What follows belongs to an exercise in optimizing a design on an open flow for small area, a short achievable clock period and few clock cycles per item; a production flow would make more cautious choices. At most, simulation tests tie the RTL to the original design; equivalence was not proved.

==> job 5138: inputs <==
## rs_codec
module rs_codec (
    input  wire         clk,
    input  wire         rst,         
    input  wire         req_valid,
    output wire         req_ready,
    input  wire         req_write,   
    input  wire [159:0] req_word,    
    output reg          rsp_valid,
    output reg  [159:0] rsp_word,
    output reg  [1:0]   rsp_nerr,
    output reg          rsp_uncorr
);
Settings: LEC_CHECK=0, CAP_MARGIN=20, CORE_MARGIN=2, CORE_UTILIZATION=55, SLEW_MARGIN=20; clock period 18.0 ns.
run.sh (not shown) runs the stock make flow with config.mk's settings and CLKGATE_MAP_FILE= SYNTH_SCRIPT=/design/flow/synth_recipe.tcl, a recipe that flattens the netlist after the stock synthesis.
==> inputs of job 4960, as changes to job 5138 <==
--- a/flow/design.v
+++ b/flow/design.v
@@ -60,21 +60,29 @@
                 p = p ^ t;
             t = {t[6:0], 1'b0} ^ (t[7] ? 8'h1D : 8'h00);
         end
     end
 endmodule
-module rs_gf_inv (
+module rs_gf_inv_den (
     input  wire [7:0] a,
-    output wire [7:0] y
+    output wire [3:0] dl
 );
     wire [3:0] h = a[7:4];
     wire [3:0] l = a[3:0];
     wire [3:0] h2x8 = {h[0] ^ h[2] ^ h[3], h[1], h[1] ^ h[2] ^ h[3], h[2]};    
     wire [3:0] l2   = {l[3], l[1] ^ l[3], l[2], l[0] ^ l[2]};                   
     wire [3:0] hl;
     rs_gf16_mul u_hl (.x(h), .z(l), .p(hl));
-    wire [3:0] dl = h2x8 ^ hl ^ l2;
+    assign dl = h2x8 ^ hl ^ l2;
+endmodule
+module rs_gf_inv_fin (
+    input  wire [7:0] a,
+    input  wire [3:0] dl,
+    output wire [7:0] y
+);
+    wire [3:0] h = a[7:4];
+    wire [3:0] l = a[3:0];
     localparam [15:0] INV0 = 16'h4976;
     localparam [15:0] INV1 = 16'h53E8;
     localparam [15:0] INV2 = 16'h2DD8;
     localparam [15:0] INV3 = 16'h953C;
     wire [3:0] di = {INV3[dl], INV2[dl], INV1[dl], INV0[dl]};
@@ -1219,39 +1227,40 @@
 endmodule
 module rs_keyeq (
     input  wire [31:0] s,        
     output wire [7:0]  d,
     output wire [7:0]  n1,
-    output wire [7:0]  l1,
-    output wire [7:0]  l2
+    output wire [7:0]  n2
 );
     wire [7:0] s0 = s[7:0];
     wire [7:0] s1 = s[15:8];
     wire [7:0] s2 = s[23:16];
     wire [7:0] s3 = s[31:24];
-    wire [7:0] s0s2, s0s3, s1s2, s1s3, s1s1, s2s2;
+    wire [7:0] s0s2, s1s3, sx, s1s1, s2s2;
     rs_gf_mul u_s0s2 (.a(s0), .b(s2), .p(s0s2));
-    rs_gf_mul u_s0s3 (.a(s0), .b(s3), .p(s0s3));
-    rs_gf_mul u_s1s2 (.a(s1), .b(s2), .p(s1s2));
     rs_gf_mul u_s1s3 (.a(s1), .b(s3), .p(s1s3));
+    rs_gf_mul u_sx   (.a(s0 ^ s1), .b(s2 ^ s3), .p(sx));
     rs_gf_sq  u_s1s1 (.a(s1), .p(s1s1));
     rs_gf_sq  u_s2s2 (.a(s2), .p(s2s2));
-    wire [7:0] n2 = s1s3 ^ s2s2;
     assign d  = s0s2 ^ s1s1;
-    assign n1 = s0s3 ^ s1s2;
-    wire dz = (d == 8'h00);
-    assign l1 = dz ? s0 : n1;
-    assign l2 = dz ? s1 : n2;
+    assign n1 = sx ^ s0s2 ^ s1s3;
+    assign n2 = s1s3 ^ s2s2;
 endmodule
 module rs_chien (
-    input  wire [7:0]  l0,
-    input  wire [7:0]  l1,
-    input  wire [7:0]  l2,
+    input  wire        dz,       
+    input  wire [7:0]  d,
+    input  wire [7:0]  n1,
+    input  wire [7:0]  n2,
+    input  wire [7:0]  s0,
+    input  wire [7:0]  s1,
     output wire [19:0] hit
 );
     localparam [159:0] ALPHA_POS  = 160'h78A50523AE1D7431BFFDFF50134FC83D2B472101;
     localparam [159:0] ALPHA_POS2 = 160'h698E02438716665F9EA1A5231D31FD504F3D4701;
+    wire [7:0] l0 = d;
+    wire [7:0] l1 = dz ? s0 : n1;
+    wire [7:0] l2 = dz ? s1 : n2;
     genvar i;
     generate
         for (i = 0; i < 20; i = i + 1) begin : pos
             wire [7:0] t0, t1;
             rs_gf_mul u_t0 (.a(l0), .b(ALPHA_POS2[8*i +: 8]), .p(t0));
@@ -1275,20 +1284,19 @@
     endgenerate
     assign any = (hit != 20'h0);
     assign two = ((hit & below) != 20'h0);
 endmodule
 module rs_values (
-    input  wire [7:0]  s0d,      
-    input  wire [7:0]  s1d,      
-    input  wire [7:0]  n1_inv,   
+    input  wire [7:0]  w,        
     input  wire [7:0]  s0,
+    input  wire [7:0]  s1,
     output wire [7:0]  a,        
     output wire [7:0]  b         
 );
     wire [7:0] m, bt;
-    rs_gf_mul u_a (.a(s1d), .b(n1_inv), .p(m));
-    rs_gf_mul u_b (.a(s0d), .b(n1_inv), .p(bt));
+    rs_gf_mul u_a (.a(s1), .b(w), .p(m));
+    rs_gf_mul u_b (.a(s0), .b(w), .p(bt));
     rs_gf_from_tower u_ap (.t(s0 ^ m), .a(a));
     rs_gf_from_tower u_bp (.t(bt), .a(b));
 endmodule
 module rs_correct (
     input  wire [159:0] cw,
@@ -1343,59 +1351,61 @@
         v1  <= v0 && !rst;
         rd1 <= !wr0;
         w1  <= {w0[159:32], wr0 ? chk : w0[31:0]};
         s1r <= s;
     end
-    wire [7:0] d, n1, l1, l2;
-    rs_keyeq u_key (.s(s1r), .d(d), .n1(n1), .l1(l1), .l2(l2));
-    reg         v2, rd2, nz2, s0nz2;
+    wire [7:0] d, n1, n2;
+    rs_keyeq u_key (.s(s1r), .d(d), .n1(n1), .n2(n2));
+    wire [3:0] n1_den;
+    rs_gf_inv_den u_inv_den (.a(n1), .dl(n1_den));
+    reg         v2, rd2, nz2, s0nz2, dz2;
     reg [159:0] w2;
-    reg [7:0]   d2, n12, l12, l22, s02, s12;
+    reg [7:0]   d2, n12, n22, s02, s12;
+    reg [3:0]   nden2;
     always @(posedge clk) begin
         v2    <= v1 && !rst;
         rd2   <= rd1;
         nz2   <= (s1r != 32'h0);
         s0nz2 <= (s1r[7:0] != 8'h00);
+        dz2   <= (d == 8'h00);
         w2    <= w1;
         d2    <= d;
         n12   <= n1;
-        l12   <= l1;
-        l22   <= l2;
+        n22   <= n2;
         s02   <= s1r[7:0];
         s12   <= s1r[15:8];
+        nden2 <= n1_den;
     end
     wire [19:0] hit;
-    rs_chien u_chien (.l0(d2), .l1(l12), .l2(l22), .hit(hit));
-    wire [7:0] n1_inv, s0d, s1d;
-    rs_gf_inv u_inv (.a(n12), .y(n1_inv));
-    rs_gf_mul u_s0d (.a(s02), .b(d2), .p(s0d));
-    rs_gf_mul u_s1d (.a(s12), .b(d2), .p(s1d));
+    rs_chien u_chien (.dz(dz2), .d(d2), .n1(n12), .n2(n22), .s0(s02), .s1(s12), .hit(hit));
+    wire [7:0] n1_inv, w;
+    rs_gf_inv_fin u_inv_fin (.a(n12), .dl(nden2), .y(n1_inv));
+    rs_gf_mul u_w (.a(d2), .b(n1_inv), .p(w));
     reg         v3, rd3, nz3, dz3, n1z3, s0nz3;
     reg [159:0] w3;
     reg [19:0]  hit3;
-    reg [7:0]   s0d3, s1d3, ninv3, s03;
+    reg [7:0]   wq3, s03, s13;
     always @(posedge clk) begin
         v3    <= v2 && !rst;
         rd3   <= rd2;
         nz3   <= nz2;
-        dz3   <= (d2 == 8'h00);
+        dz3   <= dz2;
         n1z3  <= (n12 == 8'h00);
         s0nz3 <= s0nz2;
         w3    <= w2;
         hit3  <= hit;
-        s0d3  <= s0d;
-        s1d3  <= s1d;
-        ninv3 <= n1_inv;
+        wq3   <= w;
         s03   <= s02;
+        s13   <= s12;
     end
     wire any, two;
     rs_count u_cnt (.hit(hit3), .any(any), .two(two));
     wire single_ok = dz3 && n1z3 && s0nz3 && any;
     wire double_ok = !dz3 && two;
     wire ok = rd3 && (single_ok || double_ok);
     wire [7:0] a, b;
-    rs_values u_val (.s0d(s0d3), .s1d(s1d3), .n1_inv(ninv3), .s0(s03), .a(a), .b(b));
+    rs_values u_val (.w(wq3), .s0(s03), .s1(s13), .a(a), .b(b));
     wire [159:0] corrected;
     rs_correct u_cor (.cw(w3), .fix(hit3 & {20{ok}}), .a(a), .b(b), .corrected(corrected));
     always @(posedge clk) begin
         rsp_valid  <= v3 && !rst;
         rsp_word   <= corrected;
==> flow/flow/run.sh (new file) <==
#!/bin/bash
set -uo pipefail
bash standard.sh SETUP_SLACK_MARGIN=13.5 "BUFFER_PORTS_ARGS=-buffer_cell sky130_fd_sc_hd__buf_1" finish > standard.log 2>&1
==> flow/standard.sh (new file) <==
#!/bin/bash
# synth_recipe.tcl (not shown) runs the flow's synth.tcl, then flattens the netlist and writes it again
# the make line also repeats each setting of config.mk as NAME=value (left out here)
make -C /OpenROAD-flow-scripts/flow DESIGN_CONFIG=/design/flow/config.mk WORK_HOME=/design/flow/orfs CLKGATE_MAP_FILE= SYNTH_SCRIPT=/design/flow/synth_recipe.tcl "${@:-finish}"
CORE_UTILIZATION = 60   (was 55)
removed: flow/run.sh
==> inputs of job 6498, as changes to job 5138 <==
==> flow/flow/run.sh (new file) <==
#!/bin/bash
set -uo pipefail
bash standard.sh SETUP_SLACK_MARGIN=13.3 "BUFFER_PORTS_ARGS=-buffer_cell sky130_fd_sc_hd__buf_1" finish > standard.log 2>&1
==> flow/standard.sh (new file) <==
#!/bin/bash
# synth_recipe.tcl (not shown) runs the flow's synth.tcl, then flattens the netlist and writes it again
# the make line also repeats each setting of config.mk as NAME=value (left out here)
make -C /OpenROAD-flow-scripts/flow DESIGN_CONFIG=/design/flow/config.mk WORK_HOME=/design/flow/orfs CLKGATE_MAP_FILE= SYNTH_SCRIPT=/design/flow/synth_recipe.tcl "${@:-finish}"
CORE_UTILIZATION = 65   (was 55)
removed: flow/run.sh
==> inputs of job 4705, as changes to job 5138 <==
==> flow/flow/run.sh (new file) <==
#!/bin/bash
# The standard layout (the standard.sh: ORFS synthesis to finish, unchanged), with the
# setup repair of floorplan, CTS and global routing asked to leave 13.5 ns of slack on the
# 18 ns clock, so that it shortens the paths to about 4.5 ns. The SDC is the design's.
set -uo pipefail
bash standard.sh SETUP_SLACK_MARGIN=13.5 finish > standard.log 2>&1
==> flow/standard.sh (new file) <==
#!/bin/bash
# synth_recipe.tcl (not shown) runs the flow's synth.tcl, then flattens the netlist and writes it again
# the make line also repeats each setting of config.mk as NAME=value (left out here)
make -C /OpenROAD-flow-scripts/flow DESIGN_CONFIG=/design/flow/config.mk WORK_HOME=/design/flow/orfs CLKGATE_MAP_FILE= SYNTH_SCRIPT=/design/flow/synth_recipe.tcl "${@:-finish}"
CORE_UTILIZATION = 60   (was 55)
removed: flow/run.sh
==> run summary <==
	job 4705	job 4960	job 5138	job 6498
Worst path depth	1	1	1	11
GRT Max-Usage Layer	met1	met2	met1	met2
Average wire length per cell after detail routing	28.3 um	28.2 um	28.7 um	32.6 um
Largest net degree at the start of global routing	87	37	99	102
Area enclosed by the die boundary	0.0861 mm2	0.0814 mm2	0.0938 mm2	0.0796 mm2
Run status	timing/DRC/antenna clean	timing/DRC/antenna clean	timing/DRC/antenna clean	timing/DRC/antenna clean
RSZ-0062 raised after global routing	yes	yes	no	yes
Total clock buffers created by CTS	90	90	95	90
Clock-pin slew on the worst setup and hold paths	0.06 ns	0.07 ns	0.07 ns	0.07 ns
Start point of the worst min-delay path	w2[87]	w2[120]	w1[148]	w2[47]
Tightest Pin Transition	1.21 ns	1.15 ns	1.28 ns	1.19 ns
Well Taps	1080	1050	1176	1030
Final Hold Slack	0.297 ns	0.306 ns	0.271 ns	0.296 ns
Effective utilization at floorplan	60.3%	60.4%	55.7%	66.0%
Multi-input gate share of the layout cell area	52.6%	52.1%	52.3%	53.2%
Testbench counts of job 4960, summed over its fixed seeds: cycles 6,440, items 6,400.
For job 5138, job 6498 and job 4705, only the layout was checked, not whether the RTL still works.

[afterwards: timing with drivers on the ports]
No port has a modelled driver above. Below, the same layouts with a new extraction and two added sets of constraints.
Step 1: set_driving_cell puts a clkbuf_16 on clk and a buf_2 on each other input, an assumption about the parent block.
Step 2, shift: input delay + t, output delay - t, t = (earliest + latest rising clock arrival at the registers) / 2. This alone moves slack from input paths to output paths.
a / b / c = no drivers / after step 1 / after step 2; a / b = the first two.
run	t (ns)	slack for setup (ns)	hold slack, ns	slew at the worst register clock pin (ns)	pins driven straight from the clock port
job 5138	0.741	12.628 / 12.557 / 12.803	0.271 / 0.271 / 0.271	0.07 / 0.07	1
job 4960	0.728	13.220 / 13.150 / 13.433	0.306 / 0.306 / 0.306	0.07 / 0.07	1
job 6498	0.735	12.959 / 12.959 / 12.959	0.296 / 0.296 / 0.296	0.08 / 0.08	1
job 4705	0.738	13.212 / 13.140 / 13.494	0.297 / 0.297 / 0.297	0.08 / 0.08	1
After both steps every run listed still meets setup and hold.
